Background: an optimization exercise with open tools, aiming at small area, a short achievable clock period and few clock cycles per item. Do not read the settings as production practice.
In this exercise RTL edits were held to simulation tests only and were not proved equivalent to the original.
Power and IR drop assume default switching activity.

==> job 4583 <==
## voler_mac
module voler_mac (
    input  wire        clk,
    input  wire        rst,
    input  wire        in_valid,
    output wire        in_ready,
    input  wire [31:0] in_instr,
    input  wire [23:0] in_x0,
    input  wire [23:0] in_y0,
    input  wire [23:0] in_x1,
    input  wire [23:0] in_y1,
    output reg         out_valid,
    output reg  [23:0] out_data
);
Settings: LEC_CHECK=0, CAP_MARGIN=20, CORE_MARGIN=2, CORE_UTILIZATION=40, SLEW_MARGIN=20, SYNTH_HIERARCHICAL=1, TNS_END_PERCENT=10; clock period 20.0 ns.
standard.sh (not shown) runs the stock make flow with config.mk's settings and CLKGATE_MAP_FILE= SYNTH_SCRIPT=/design/flow/synth_recipe.tcl, a recipe that flattens the netlist after the stock synthesis.
==> flow/flow/run.sh <==
#!/bin/bash
# The standard layout (standard.sh) with these changes:
#  - flow/post_synth.tcl runs after the standard synthesis netlist is loaded
#    (synthesis buffers removed, Booth select cells at minimum size);
#  - the port buffers are buf_2 cells;
#  - repair_timing is asked for extra setup margin at the design's clock
#    period; the SDC is not changed.
# Make's output goes to flow_make.log here; ORFS keeps each step's full log
# under orfs/logs.
set -euo pipefail
MARGIN=14.8
bash standard.sh SETUP_SLACK_MARGIN=$MARGIN POST_SYNTH_TCL=$PWD/flow/post_synth.tcl \
  "BUFFER_PORTS_ARGS=-buffer_cell sky130_fd_sc_hd__buf_2" finish > flow_make.log 2>&1
==> flow/flow/post_synth.tcl <==
# Runs inside ORFS's synth_odb step (POST_SYNTH_TCL), after the standard
# synthesis netlist is loaded: drop the buffers that synthesis inserted and
# put every combinational cell at drive strength 1 (synthesis upsizes for an
# unreachable delay target); the resizer rebuffers and upsizes later where
# the layout's timing needs it. Registers are not touched.
remove_buffers
set n 0
foreach inst [get_cells *] {
  set ref [get_property $inst ref_name]
  if { ![regexp {^(sky130_fd_sc_hd__)(\w+)_([0-9]+)$} $ref -> pre base size] } { continue }
  if { $size < 2 } { continue }
  if { [regexp {^(e?dfx|dfr|dfs|dfb|sdf|dl|clk|conb|tap|fill|decap|buf|inv$)} $base] } { continue }
  set lc [get_lib_cells -quiet */${pre}${base}_1]
  if { $lc == "" } { continue }
  if { [get_property $lc area] >= [get_property [get_lib_cells */$ref] area] } { continue }
  replace_cell $inst $lc
  incr n
}
puts "post_synth: downsized $n cells to drive strength 1"
==> job 4403 (differences from job 4583) <==
--- a/flow/design.v
+++ b/flow/design.v
@@ -74,15 +74,14 @@
     wire [47:0] l1s, l1k, l2s, l2k;
     vm_csa #(48) csa1 (.a(ms0[47:0]), .b({mc0[47:2], 1'b0, mc0[0]}), .c(u2), .s(l1s), .k(l1k));
     vm_csa #(48) csa2 (.a(l1s), .b({l1k[46:0], 1'b0}), .c(u3), .s(l2s), .k(l2k));
     reg        v1;
     reg [48:0] pas_1;           
     reg [49:1] pac_1;           
     reg [47:0] s1_1, c1_1;
-    reg [23:0] ldx_1;
     reg [3:0]  a1, b1;         
     reg        e_acc, e_dmac, e_adda, e_accld, e_ash, e_rd, e_esr, e_end, e_wresr, e_dstart;
     reg        e_clr, e_suba, e_subb, e_mac2, e_rnd, e_lim;
     reg [1:0]  e_view;
     reg [2:0]  e_pos;
     reg [4:0]  e_k;
     reg [4:0]  e_sh;           
@@ -104,17 +103,16 @@
                 if (f0[4]) satacc <= f0[0];
                 if (f0[5]) cmpat  <= f0[1];
                 if (f0[6]) frac   <= f0[2];
             end
         end
         pas_1  <= {~d_mac2 ^ l1k[47], l2s};
         pac_1  <= {~d_mac2 & l1k[47], l2k};
-        s1_1   <= ms1[47:0];
+        s1_1   <= d_accld ? {24'd0, dbl0 ? x0_0[24:1] : x0_0[23:0]} : ms1[47:0];
         c1_1   <= {mc1[47:2], 1'b0, mc1[0]};
-        ldx_1  <= dbl0 ? x0_0[24:1] : x0_0[23:0];
         a1     <= 4'd1 << f0[23:22];
         b1     <= 4'd1 << f0[21:20];
         e_acc  <= d_mac || d_mac2 || d_dmac || d_tapx || d_adda;
         e_dmac <= d_dmac;
         e_adda <= d_adda;
         e_mac2 <= d_mac2;
         e_accld<= d_accld;
@@ -133,31 +131,33 @@
         e_pos  <= f0[15:13];
         e_k    <= f0[12:8];
         e_sh   <= 5'd8 - f0[12:8];
     end
     reg [55:0] accr0, accr1, accr2, accr3;
     reg [3:0]  kp, hi, lo;
     reg [3:0]  ovg;
+    reg [3:0]  ovp_wa, ovp_wb;
+    reg        ovp_a, ovp_b;
+    wire [3:0] ovg_now = ovg | (ovp_wa & {4{ovp_a}}) | (ovp_wb & {4{ovp_b}});
     reg        lflag;
-    reg [55:0] raw_a, raw_b;
-    always @(*) begin
-        raw_a = ({56{a1[0]}} & accr0) | ({56{a1[1]}} & accr1) |
-                ({56{a1[2]}} & accr2) | ({56{a1[3]}} & accr3);
-        raw_b = ({56{b1[0]}} & accr0) | ({56{b1[1]}} & accr1) |
-                ({56{b1[2]}} & accr2) | ({56{b1[3]}} & accr3);
-    end
-    wire [55:0] acc_a  = ({56{|(kp & a1)}} & raw_a) | {|(hi & a1), {55{|(lo & a1)}}};
-    wire [55:0] acc_b  = ({56{|(kp & b1)}} & raw_b) | {|(hi & b1), {55{|(lo & b1)}}};
+    wire [3:0]  ka = a1 & kp & {4{!e_clr}};
+    wire [3:0]  kb = b1 & kp;
+    wire [55:0] acc_a  = ({56{ka[0]}} & accr0) | ({56{ka[1]}} & accr1) |
+                         ({56{ka[2]}} & accr2) | ({56{ka[3]}} & accr3) |
+                         ({56{!e_clr}} & {|(hi & a1), {55{|(lo & a1)}}});
+    wire [55:0] acc_b  = ({56{kb[0]}} & accr0) | ({56{kb[1]}} & accr1) |
+                         ({56{kb[2]}} & accr2) | ({56{kb[3]}} & accr3) |
+                         {|(hi & b1), {55{|(lo & b1)}}};
     wire [47:0] l3s, l3k, lbs, lbk;
     wire [57:0] p2s = {9'h1FF, pas_1};
     wire [57:0] p2k = {8'h00, pac_1, 1'b0};
     wire        sa  = e_suba;
     wire [57:0] pa  = e_adda ? ({{2{acc_b[55]}}, acc_b} ^ {58{sa}}) : p2s;
     wire [57:0] qa  = e_adda ? 58'd0 : p2k;
-    wire [57:0] base_a = e_clr ? 58'd0 : {{2{acc_a[55]}}, acc_a};
+    wire [57:0] base_a = {{2{acc_a[55]}}, acc_a};
     vm_csa #(48) csa3 (.a(pa[47:0]), .b(qa[47:0]), .c(base_a[47:0]), .s(l3s), .k(l3k));
     wire [9:0]  h3s = pa[57:48] ^ qa[57:48] ^ base_a[57:48];
     wire [9:0]  h3k = (pa[57:48] & qa[57:48]) | (pa[57:48] & base_a[57:48]) | (qa[57:48] & base_a[57:48]);
     wire [57:0] sum_a;
     vm_add58 adda (.a({h3s, l3s}), .b({h3k[8:0], l3k, e_adda & sa}), .s(sum_a));
     wire        ovf_a = (sum_a[57:55] != 3'b000) && (sum_a[57:55] != 3'b111);
     wire [57:0] base_b = {{2{acc_b[55]}}, acc_b};
@@ -166,15 +166,15 @@
     vm_add58 addb (.a({~base_b[57:48], lbs}), .b({base_b[56:48], lbk, 1'b0}), .s(sum_b));
     wire        ovf_b  = (sum_b[57:55] != 3'b000) && (sum_b[57:55] != 3'b111);
     wire        hi_b   = satacc && sum_b[57] && !(sum_b[56] && sum_b[55]);
     wire        lo_b   = satacc && !sum_b[57] && (sum_b[56] || sum_b[55]);
     wire signed [71:0] ash_x   = {{8{acc_a[55]}}, acc_a, 8'd0};
     wire        [71:0] ash_r   = ash_x >>> e_sh;
     wire               ash_ovf = (ash_r[63:55] != 9'h000) && (ash_r[63:55] != 9'h1FF);
-    wire [23:0] ldx = ldx_1;
+    wire [23:0] ldx = s1_1[23:0];
     reg  [55:0] ld_res;
     always @(*) begin
         ld_res = acc_a;
         case (e_pos)
             3'd0: ld_res = {{32{ldx[23]}}, ldx};
             3'd1: ld_res = {{8{ldx[23]}}, ldx, 24'd0};
             3'd2: ld_res[55:32] = ldx;
@@ -189,63 +189,71 @@
     wire        lr_up   = e_rnd && lr_half && (lr_rest || cmpat || lr_f[0]);
     wire        lr_top0 = lr_f[30:23] == 8'h00;
     wire        lr_top1 = lr_f[30:23] == 8'hFF;
     wire        lr_low1 = &lr_f[22:0];
     wire        lr_hi   = !lr_f[31] && (!lr_top0 || (lr_low1 && lr_up));
     wire        lr_lo   = lr_f[31] && !lr_top1 &&
                           !(lr_f[30:24] == 7'h7F && !lr_f[23] && lr_low1 && lr_up);
-    wire [23:0] lr_inc  = lr_f[23:0] + {23'd0, lr_up};
-    wire [23:0] lr_val  = lr_hi ? 24'h7FFFFF : lr_lo ? 24'h800000 : lr_inc;
+    wire [23:0] lr_f1   = lr_f[23:0] + 24'd1;
+    wire [23:0] lr_val  = lr_hi ? 24'h7FFFFF : lr_lo ? 24'h800000 : lr_up ? lr_f1 : lr_f[23:0];
     reg [23:0] rd_val;
     always @(*) begin
         case (e_view)
             2'd0: rd_val = lr_val;
             2'd1: rd_val = acc_a[55:32];
             2'd2: rd_val = acc_a[31:8];
             default: rd_val = {16'd0, acc_a[7:0]};
         endcase
     end
-    wire [23:0] esr_word    = {11'd0, lflag, ovg, 5'd0, frac, cmpat, satacc};
-    wire [23:0] status_word = {15'd0, satacc, cmpat, frac, 1'b0, lflag, ovg};
+    wire [23:0] esr_word    = {11'd0, lflag, ovg_now, 5'd0, frac, cmpat, satacc};
+    wire [23:0] status_word = {15'd0, satacc, cmpat, frac, 1'b0, lflag, ovg_now};
     wire        wr_a  = v1 && (e_acc || e_accld || e_ash);
     wire        wr_b  = v1 && e_dmac;
-    wire [55:0] new_a = e_acc ? sum_a[55:0] : e_ash ? ash_r[55:0] : ld_res;
+    wire [55:0] oth_a = e_ash ? ash_r[55:0] : ld_res;      
     wire        ov_a  = e_acc ? ovf_a : e_ash ? ash_ovf : 1'b0;
     wire        sat_acc = satacc && e_acc;
     wire        sat_ash = satacc && e_ash && ash_ovf;
     wire        hi_a  = (sat_acc && sum_a[57] && !(sum_a[56] && sum_a[55])) || (sat_ash && ash_r[63]);
     wire        lo_a  = (sat_acc && !sum_a[57] && (sum_a[56] || sum_a[55])) || (sat_ash && !ash_r[63]);
     wire [55:0] res_b = sum_b[55:0];
     wire [3:0]  wa = {4{wr_a}} & a1;
     wire [3:0]  wb = {4{wr_b}} & b1;
+    wire [3:0]  ws = wa & {4{e_acc}};       
+    wire [3:0]  wo = wa & {4{!e_acc}};      
     always @(posedge clk) begin
-        if (wa[0]) accr0 <= new_a; else if (wb[0]) accr0 <= res_b;
-        if (wa[1]) accr1 <= new_a; else if (wb[1]) accr1 <= res_b;
-        if (wa[2]) accr2 <= new_a; else if (wb[2]) accr2 <= res_b;
-        if (wa[3]) accr3 <= new_a; else if (wb[3]) accr3 <= res_b;
+        if (wa[0] || wb[0]) accr0 <= ({56{ws[0]}} & sum_a[55:0]) | ({56{wo[0]}} & oth_a) | ({56{wb[0]}} & res_b);
+        if (wa[1] || wb[1]) accr1 <= ({56{ws[1]}} & sum_a[55:0]) | ({56{wo[1]}} & oth_a) | ({56{wb[1]}} & res_b);
+        if (wa[2] || wb[2]) accr2 <= ({56{ws[2]}} & sum_a[55:0]) | ({56{wo[2]}} & oth_a) | ({56{wb[2]}} & res_b);
+        if (wa[3] || wb[3]) accr3 <= ({56{ws[3]}} & sum_a[55:0]) | ({56{wo[3]}} & oth_a) | ({56{wb[3]}} & res_b);
     end
     always @(posedge clk) begin
         if (rst) begin
             kp <= 4'd0; hi <= 4'd0; lo <= 4'd0;
             ovg <= 4'd0;
+            ovp_wa <= 4'd0;
+            ovp_wb <= 4'd0;
             lflag <= 1'b0;
             out_valid <= 1'b0;
         end else begin
             kp <= (wa & {4{!(hi_a || lo_a)}}) | (wb & {4{!(hi_b || lo_b)}}) | (~(wa | wb) & kp);
             hi <= (wa & {4{hi_a}}) | (wb & {4{hi_b}}) | (~(wa | wb) & hi);
             lo <= (wa & {4{lo_a}}) | (wb & {4{lo_b}}) | (~(wa | wb) & lo);
+            ovp_wa <= wa;
+            ovp_wb <= wb;
             if (v1 && (e_wresr || e_dstart)) begin
-                ovg <= e_dstart ? 4'd0 : ovg & ~e_k[3:0];
+                ovg <= e_dstart ? 4'd0 : ovg_now & ~e_k[3:0];
                 if (e_dstart || e_k[4]) lflag <= 1'b0;
             end else begin
-                ovg <= ovg | (wa & {4{ov_a}}) | (wb & {4{ovf_b}});
+                ovg <= ovg_now;
                 if (v1 && e_rd && e_lim && (lr_hi || lr_lo)) lflag <= 1'b1;
             end
             out_valid <= v1 && (e_rd || e_esr || e_end);
         end
+        ovp_a <= ov_a;
+        ovp_b <= ovf_b;
         out_data <= e_rd ? rd_val : e_esr ? esr_word : status_word;
     end
 endmodule
 module vm_booth (
     input  wire [24:0] x,
     input  wire [11:0] one,    
     input  wire [11:0] two,    
--- a/flow/flow/run.sh
+++ b/flow/flow/run.sh
@@ -4,10 +4,10 @@
 #    (synthesis buffers removed, Booth select cells at minimum size);
 #  - the port buffers are buf_2 cells;
 #  - repair_timing is asked for extra setup margin at the design's clock
 #    period; the SDC is not changed.
 # Make's output goes to flow_make.log here; ORFS keeps each step's full log
 # under orfs/logs.
 set -euo pipefail
-MARGIN=14.8
+MARGIN=15.2
 bash standard.sh SETUP_SLACK_MARGIN=$MARGIN POST_SYNTH_TCL=$PWD/flow/post_synth.tcl \
   "BUFFER_PORTS_ARGS=-buffer_cell sky130_fd_sc_hd__buf_2" finish > flow_make.log 2>&1
CORE_UTILIZATION = 50   (was 40)
CTS_CLUSTER_DIAMETER = 100   (was default)
CTS_CLUSTER_SIZE = 20   (was default)
==> job 8817 (differences from job 4583) <==
--- a/flow/design.v
+++ b/flow/design.v
@@ -74,15 +74,14 @@
     wire [47:0] l1s, l1k, l2s, l2k;
     vm_csa #(48) csa1 (.a(ms0[47:0]), .b({mc0[47:2], 1'b0, mc0[0]}), .c(u2), .s(l1s), .k(l1k));
     vm_csa #(48) csa2 (.a(l1s), .b({l1k[46:0], 1'b0}), .c(u3), .s(l2s), .k(l2k));
     reg        v1;
     reg [48:0] pas_1;           
     reg [49:1] pac_1;           
     reg [47:0] s1_1, c1_1;
-    reg [23:0] ldx_1;
     reg [3:0]  a1, b1;         
     reg        e_acc, e_dmac, e_adda, e_accld, e_ash, e_rd, e_esr, e_end, e_wresr, e_dstart;
     reg        e_clr, e_suba, e_subb, e_mac2, e_rnd, e_lim;
     reg [1:0]  e_view;
     reg [2:0]  e_pos;
     reg [4:0]  e_k;
     reg [4:0]  e_sh;           
@@ -104,17 +103,16 @@
                 if (f0[4]) satacc <= f0[0];
                 if (f0[5]) cmpat  <= f0[1];
                 if (f0[6]) frac   <= f0[2];
             end
         end
         pas_1  <= {~d_mac2 ^ l1k[47], l2s};
         pac_1  <= {~d_mac2 & l1k[47], l2k};
-        s1_1   <= ms1[47:0];
+        s1_1   <= d_accld ? {24'd0, dbl0 ? x0_0[24:1] : x0_0[23:0]} : ms1[47:0];
         c1_1   <= {mc1[47:2], 1'b0, mc1[0]};
-        ldx_1  <= dbl0 ? x0_0[24:1] : x0_0[23:0];
         a1     <= 4'd1 << f0[23:22];
         b1     <= 4'd1 << f0[21:20];
         e_acc  <= d_mac || d_mac2 || d_dmac || d_tapx || d_adda;
         e_dmac <= d_dmac;
         e_adda <= d_adda;
         e_mac2 <= d_mac2;
         e_accld<= d_accld;
@@ -133,31 +131,33 @@
         e_pos  <= f0[15:13];
         e_k    <= f0[12:8];
         e_sh   <= 5'd8 - f0[12:8];
     end
     reg [55:0] accr0, accr1, accr2, accr3;
     reg [3:0]  kp, hi, lo;
     reg [3:0]  ovg;
+    reg [3:0]  ovp_wa, ovp_wb;
+    reg        ovp_a, ovp_b;
+    wire [3:0] ovg_now = ovg | (ovp_wa & {4{ovp_a}}) | (ovp_wb & {4{ovp_b}});
     reg        lflag;
-    reg [55:0] raw_a, raw_b;
-    always @(*) begin
-        raw_a = ({56{a1[0]}} & accr0) | ({56{a1[1]}} & accr1) |
-                ({56{a1[2]}} & accr2) | ({56{a1[3]}} & accr3);
-        raw_b = ({56{b1[0]}} & accr0) | ({56{b1[1]}} & accr1) |
-                ({56{b1[2]}} & accr2) | ({56{b1[3]}} & accr3);
-    end
-    wire [55:0] acc_a  = ({56{|(kp & a1)}} & raw_a) | {|(hi & a1), {55{|(lo & a1)}}};
-    wire [55:0] acc_b  = ({56{|(kp & b1)}} & raw_b) | {|(hi & b1), {55{|(lo & b1)}}};
+    wire [3:0]  ka = a1 & kp & {4{!e_clr}};
+    wire [3:0]  kb = b1 & kp;
+    wire [55:0] acc_a  = ({56{ka[0]}} & accr0) | ({56{ka[1]}} & accr1) |
+                         ({56{ka[2]}} & accr2) | ({56{ka[3]}} & accr3) |
+                         ({56{!e_clr}} & {|(hi & a1), {55{|(lo & a1)}}});
+    wire [55:0] acc_b  = ({56{kb[0]}} & accr0) | ({56{kb[1]}} & accr1) |
+                         ({56{kb[2]}} & accr2) | ({56{kb[3]}} & accr3) |
+                         {|(hi & b1), {55{|(lo & b1)}}};
     wire [47:0] l3s, l3k, lbs, lbk;
     wire [57:0] p2s = {9'h1FF, pas_1};
     wire [57:0] p2k = {8'h00, pac_1, 1'b0};
     wire        sa  = e_suba;
     wire [57:0] pa  = e_adda ? ({{2{acc_b[55]}}, acc_b} ^ {58{sa}}) : p2s;
     wire [57:0] qa  = e_adda ? 58'd0 : p2k;
-    wire [57:0] base_a = e_clr ? 58'd0 : {{2{acc_a[55]}}, acc_a};
+    wire [57:0] base_a = {{2{acc_a[55]}}, acc_a};
     vm_csa #(48) csa3 (.a(pa[47:0]), .b(qa[47:0]), .c(base_a[47:0]), .s(l3s), .k(l3k));
     wire [9:0]  h3s = pa[57:48] ^ qa[57:48] ^ base_a[57:48];
     wire [9:0]  h3k = (pa[57:48] & qa[57:48]) | (pa[57:48] & base_a[57:48]) | (qa[57:48] & base_a[57:48]);
     wire [57:0] sum_a;
     vm_add58 adda (.a({h3s, l3s}), .b({h3k[8:0], l3k, e_adda & sa}), .s(sum_a));
     wire        ovf_a = (sum_a[57:55] != 3'b000) && (sum_a[57:55] != 3'b111);
     wire [57:0] base_b = {{2{acc_b[55]}}, acc_b};
@@ -166,15 +166,15 @@
     vm_add58 addb (.a({~base_b[57:48], lbs}), .b({base_b[56:48], lbk, 1'b0}), .s(sum_b));
     wire        ovf_b  = (sum_b[57:55] != 3'b000) && (sum_b[57:55] != 3'b111);
     wire        hi_b   = satacc && sum_b[57] && !(sum_b[56] && sum_b[55]);
     wire        lo_b   = satacc && !sum_b[57] && (sum_b[56] || sum_b[55]);
     wire signed [71:0] ash_x   = {{8{acc_a[55]}}, acc_a, 8'd0};
     wire        [71:0] ash_r   = ash_x >>> e_sh;
     wire               ash_ovf = (ash_r[63:55] != 9'h000) && (ash_r[63:55] != 9'h1FF);
-    wire [23:0] ldx = ldx_1;
+    wire [23:0] ldx = s1_1[23:0];
     reg  [55:0] ld_res;
     always @(*) begin
         ld_res = acc_a;
         case (e_pos)
             3'd0: ld_res = {{32{ldx[23]}}, ldx};
             3'd1: ld_res = {{8{ldx[23]}}, ldx, 24'd0};
             3'd2: ld_res[55:32] = ldx;
@@ -189,63 +189,71 @@
     wire        lr_up   = e_rnd && lr_half && (lr_rest || cmpat || lr_f[0]);
     wire        lr_top0 = lr_f[30:23] == 8'h00;
     wire        lr_top1 = lr_f[30:23] == 8'hFF;
     wire        lr_low1 = &lr_f[22:0];
     wire        lr_hi   = !lr_f[31] && (!lr_top0 || (lr_low1 && lr_up));
     wire        lr_lo   = lr_f[31] && !lr_top1 &&
                           !(lr_f[30:24] == 7'h7F && !lr_f[23] && lr_low1 && lr_up);
-    wire [23:0] lr_inc  = lr_f[23:0] + {23'd0, lr_up};
-    wire [23:0] lr_val  = lr_hi ? 24'h7FFFFF : lr_lo ? 24'h800000 : lr_inc;
+    wire [23:0] lr_f1   = lr_f[23:0] + 24'd1;
+    wire [23:0] lr_val  = lr_hi ? 24'h7FFFFF : lr_lo ? 24'h800000 : lr_up ? lr_f1 : lr_f[23:0];
     reg [23:0] rd_val;
     always @(*) begin
         case (e_view)
             2'd0: rd_val = lr_val;
             2'd1: rd_val = acc_a[55:32];
             2'd2: rd_val = acc_a[31:8];
             default: rd_val = {16'd0, acc_a[7:0]};
         endcase
     end
-    wire [23:0] esr_word    = {11'd0, lflag, ovg, 5'd0, frac, cmpat, satacc};
-    wire [23:0] status_word = {15'd0, satacc, cmpat, frac, 1'b0, lflag, ovg};
+    wire [23:0] esr_word    = {11'd0, lflag, ovg_now, 5'd0, frac, cmpat, satacc};
+    wire [23:0] status_word = {15'd0, satacc, cmpat, frac, 1'b0, lflag, ovg_now};
     wire        wr_a  = v1 && (e_acc || e_accld || e_ash);
     wire        wr_b  = v1 && e_dmac;
-    wire [55:0] new_a = e_acc ? sum_a[55:0] : e_ash ? ash_r[55:0] : ld_res;
+    wire [55:0] oth_a = e_ash ? ash_r[55:0] : ld_res;      
     wire        ov_a  = e_acc ? ovf_a : e_ash ? ash_ovf : 1'b0;
     wire        sat_acc = satacc && e_acc;
     wire        sat_ash = satacc && e_ash && ash_ovf;
     wire        hi_a  = (sat_acc && sum_a[57] && !(sum_a[56] && sum_a[55])) || (sat_ash && ash_r[63]);
     wire        lo_a  = (sat_acc && !sum_a[57] && (sum_a[56] || sum_a[55])) || (sat_ash && !ash_r[63]);
     wire [55:0] res_b = sum_b[55:0];
     wire [3:0]  wa = {4{wr_a}} & a1;
     wire [3:0]  wb = {4{wr_b}} & b1;
+    wire [3:0]  ws = wa & {4{e_acc}};       
+    wire [3:0]  wo = wa & {4{!e_acc}};      
     always @(posedge clk) begin
-        if (wa[0]) accr0 <= new_a; else if (wb[0]) accr0 <= res_b;
-        if (wa[1]) accr1 <= new_a; else if (wb[1]) accr1 <= res_b;
-        if (wa[2]) accr2 <= new_a; else if (wb[2]) accr2 <= res_b;
-        if (wa[3]) accr3 <= new_a; else if (wb[3]) accr3 <= res_b;
+        if (wa[0] || wb[0]) accr0 <= ({56{ws[0]}} & sum_a[55:0]) | ({56{wo[0]}} & oth_a) | ({56{wb[0]}} & res_b);
+        if (wa[1] || wb[1]) accr1 <= ({56{ws[1]}} & sum_a[55:0]) | ({56{wo[1]}} & oth_a) | ({56{wb[1]}} & res_b);
+        if (wa[2] || wb[2]) accr2 <= ({56{ws[2]}} & sum_a[55:0]) | ({56{wo[2]}} & oth_a) | ({56{wb[2]}} & res_b);
+        if (wa[3] || wb[3]) accr3 <= ({56{ws[3]}} & sum_a[55:0]) | ({56{wo[3]}} & oth_a) | ({56{wb[3]}} & res_b);
     end
     always @(posedge clk) begin
         if (rst) begin
             kp <= 4'd0; hi <= 4'd0; lo <= 4'd0;
             ovg <= 4'd0;
+            ovp_wa <= 4'd0;
+            ovp_wb <= 4'd0;
             lflag <= 1'b0;
             out_valid <= 1'b0;
         end else begin
             kp <= (wa & {4{!(hi_a || lo_a)}}) | (wb & {4{!(hi_b || lo_b)}}) | (~(wa | wb) & kp);
             hi <= (wa & {4{hi_a}}) | (wb & {4{hi_b}}) | (~(wa | wb) & hi);
             lo <= (wa & {4{lo_a}}) | (wb & {4{lo_b}}) | (~(wa | wb) & lo);
+            ovp_wa <= wa;
+            ovp_wb <= wb;
             if (v1 && (e_wresr || e_dstart)) begin
-                ovg <= e_dstart ? 4'd0 : ovg & ~e_k[3:0];
+                ovg <= e_dstart ? 4'd0 : ovg_now & ~e_k[3:0];
                 if (e_dstart || e_k[4]) lflag <= 1'b0;
             end else begin
-                ovg <= ovg | (wa & {4{ov_a}}) | (wb & {4{ovf_b}});
+                ovg <= ovg_now;
                 if (v1 && e_rd && e_lim && (lr_hi || lr_lo)) lflag <= 1'b1;
             end
             out_valid <= v1 && (e_rd || e_esr || e_end);
         end
+        ovp_a <= ov_a;
+        ovp_b <= ovf_b;
         out_data <= e_rd ? rd_val : e_esr ? esr_word : status_word;
     end
 endmodule
 module vm_booth (
     input  wire [24:0] x,
     input  wire [11:0] one,    
     input  wire [11:0] two,    
--- a/flow/flow/run.sh
+++ b/flow/flow/run.sh
@@ -4,10 +4,10 @@
 #    (synthesis buffers removed, Booth select cells at minimum size);
 #  - the port buffers are buf_2 cells;
 #  - repair_timing is asked for extra setup margin at the design's clock
 #    period; the SDC is not changed.
 # Make's output goes to flow_make.log here; ORFS keeps each step's full log
 # under orfs/logs.
 set -euo pipefail
-MARGIN=14.8
+MARGIN=15.2
 bash standard.sh SETUP_SLACK_MARGIN=$MARGIN POST_SYNTH_TCL=$PWD/flow/post_synth.tcl \
   "BUFFER_PORTS_ARGS=-buffer_cell sky130_fd_sc_hd__buf_2" finish > flow_make.log 2>&1
==> qor summary <==
quantity	job 4583	job 4403	job 8817
Run status	no timing/DRC/antenna violations	no timing/DRC/antenna violations	no timing/DRC/antenna violations
Detail-routed via count per cell	6.47	7.22	6.79
Clock latency of the later-clocked register in the worst-skew pair	740 ps	720 ps	740 ps
Post-synthesis to final-layout area growth	19.0%	26.9%	26.8%
FF-to-FF path depth	23	18	17
Data arrival time of the critical path	6260 ps	5910 ps	5770 ps
Fraction of area in multi-input gates	67.1%	66.6%	65.4%
Pwr Total	0.0161 W	0.0169 W	0.0172 W
Total sequential power	0.00228 W	0.00203 W	0.00200 W
Met3 wirelength from detailed routing	32,400 microns	48,100 microns	45,000 microns
Multi-input logic area	51,500 sq um	54,800 sq um	53,800 sq um
Post-synthesis area per instance	9.80 sq um	9.92 sq um	9.92 sq um
Clock network power share	9.6%	5.6%	9.0%
Non-clock buffers, area share	4.66%	9.11%	7.92%
Layout sequential cell count	676	662	662
Worst setup path endpoint	ovg[3]	accr0[41]	accr1[51]
Share of final-layout standard cells stronger than drive strength 1	17.5%	26.1%	23.8%
1st-iter DRT viols	8,174	10,300	9,368
Antenna violations before repair	10	16	15
Hold path endpoint	e_pos[1]	e_pos[2]	e_pos[1]
Worst flop-to-flop path endpoint	ovg[3]	accr0[41]	accr1[51]
Worst setup path startpoint	b1[2]	a1[0]	lo[1]
Met1 wire length	123,000 microns	115,000 microns	121,000 microns
Antenna diodes	6	8	7
Testbench counts of job 4583, summed over its fixed seeds: cycles 160,024, items 160,000.
Testbench counts of job 4403, summed over its fixed seeds: cycles 160,024, items 160,000.
Testbench counts of job 8817, summed over its fixed seeds: cycles 160,024, items 160,000.

==> separate check: timing with driven ports <==
Ports are ideal in the flow. The routed layouts listed here were re-timed in OpenROAD. Step 1 assumes that a clkbuf_16 drives the clock port and a buf_2 every other input. Step 2 times the ports against the registers' clock, not the clock port: input delays grow and output delays shrink by t, the midpoint of the rising clock arrivals with the driver on. Three values: no drivers, after step 1, after step 2; two values: the first two.
run	t (ns)	setup WS [ns]	worst setup path after step 2	slew at the worst register clock pin (ns)	worst slew at a driven data input, ns
job 4583	0.817	14.324 / 14.324 / 14.143	input to register	0.07 / 0.07	0.08
job 4403	0.766	14.665 / 14.665 / 14.225	input to register	0.10 / 0.10	0.04
job 8817	0.800	14.796 / 14.737 / 14.267	input to register	0.07 / 0.07	0.07
After both steps setup and hold are still met in every run listed. The setup slack of job 8817, which loses most, moves by -0.059 ns with the drivers and by -0.529 ns with both steps.
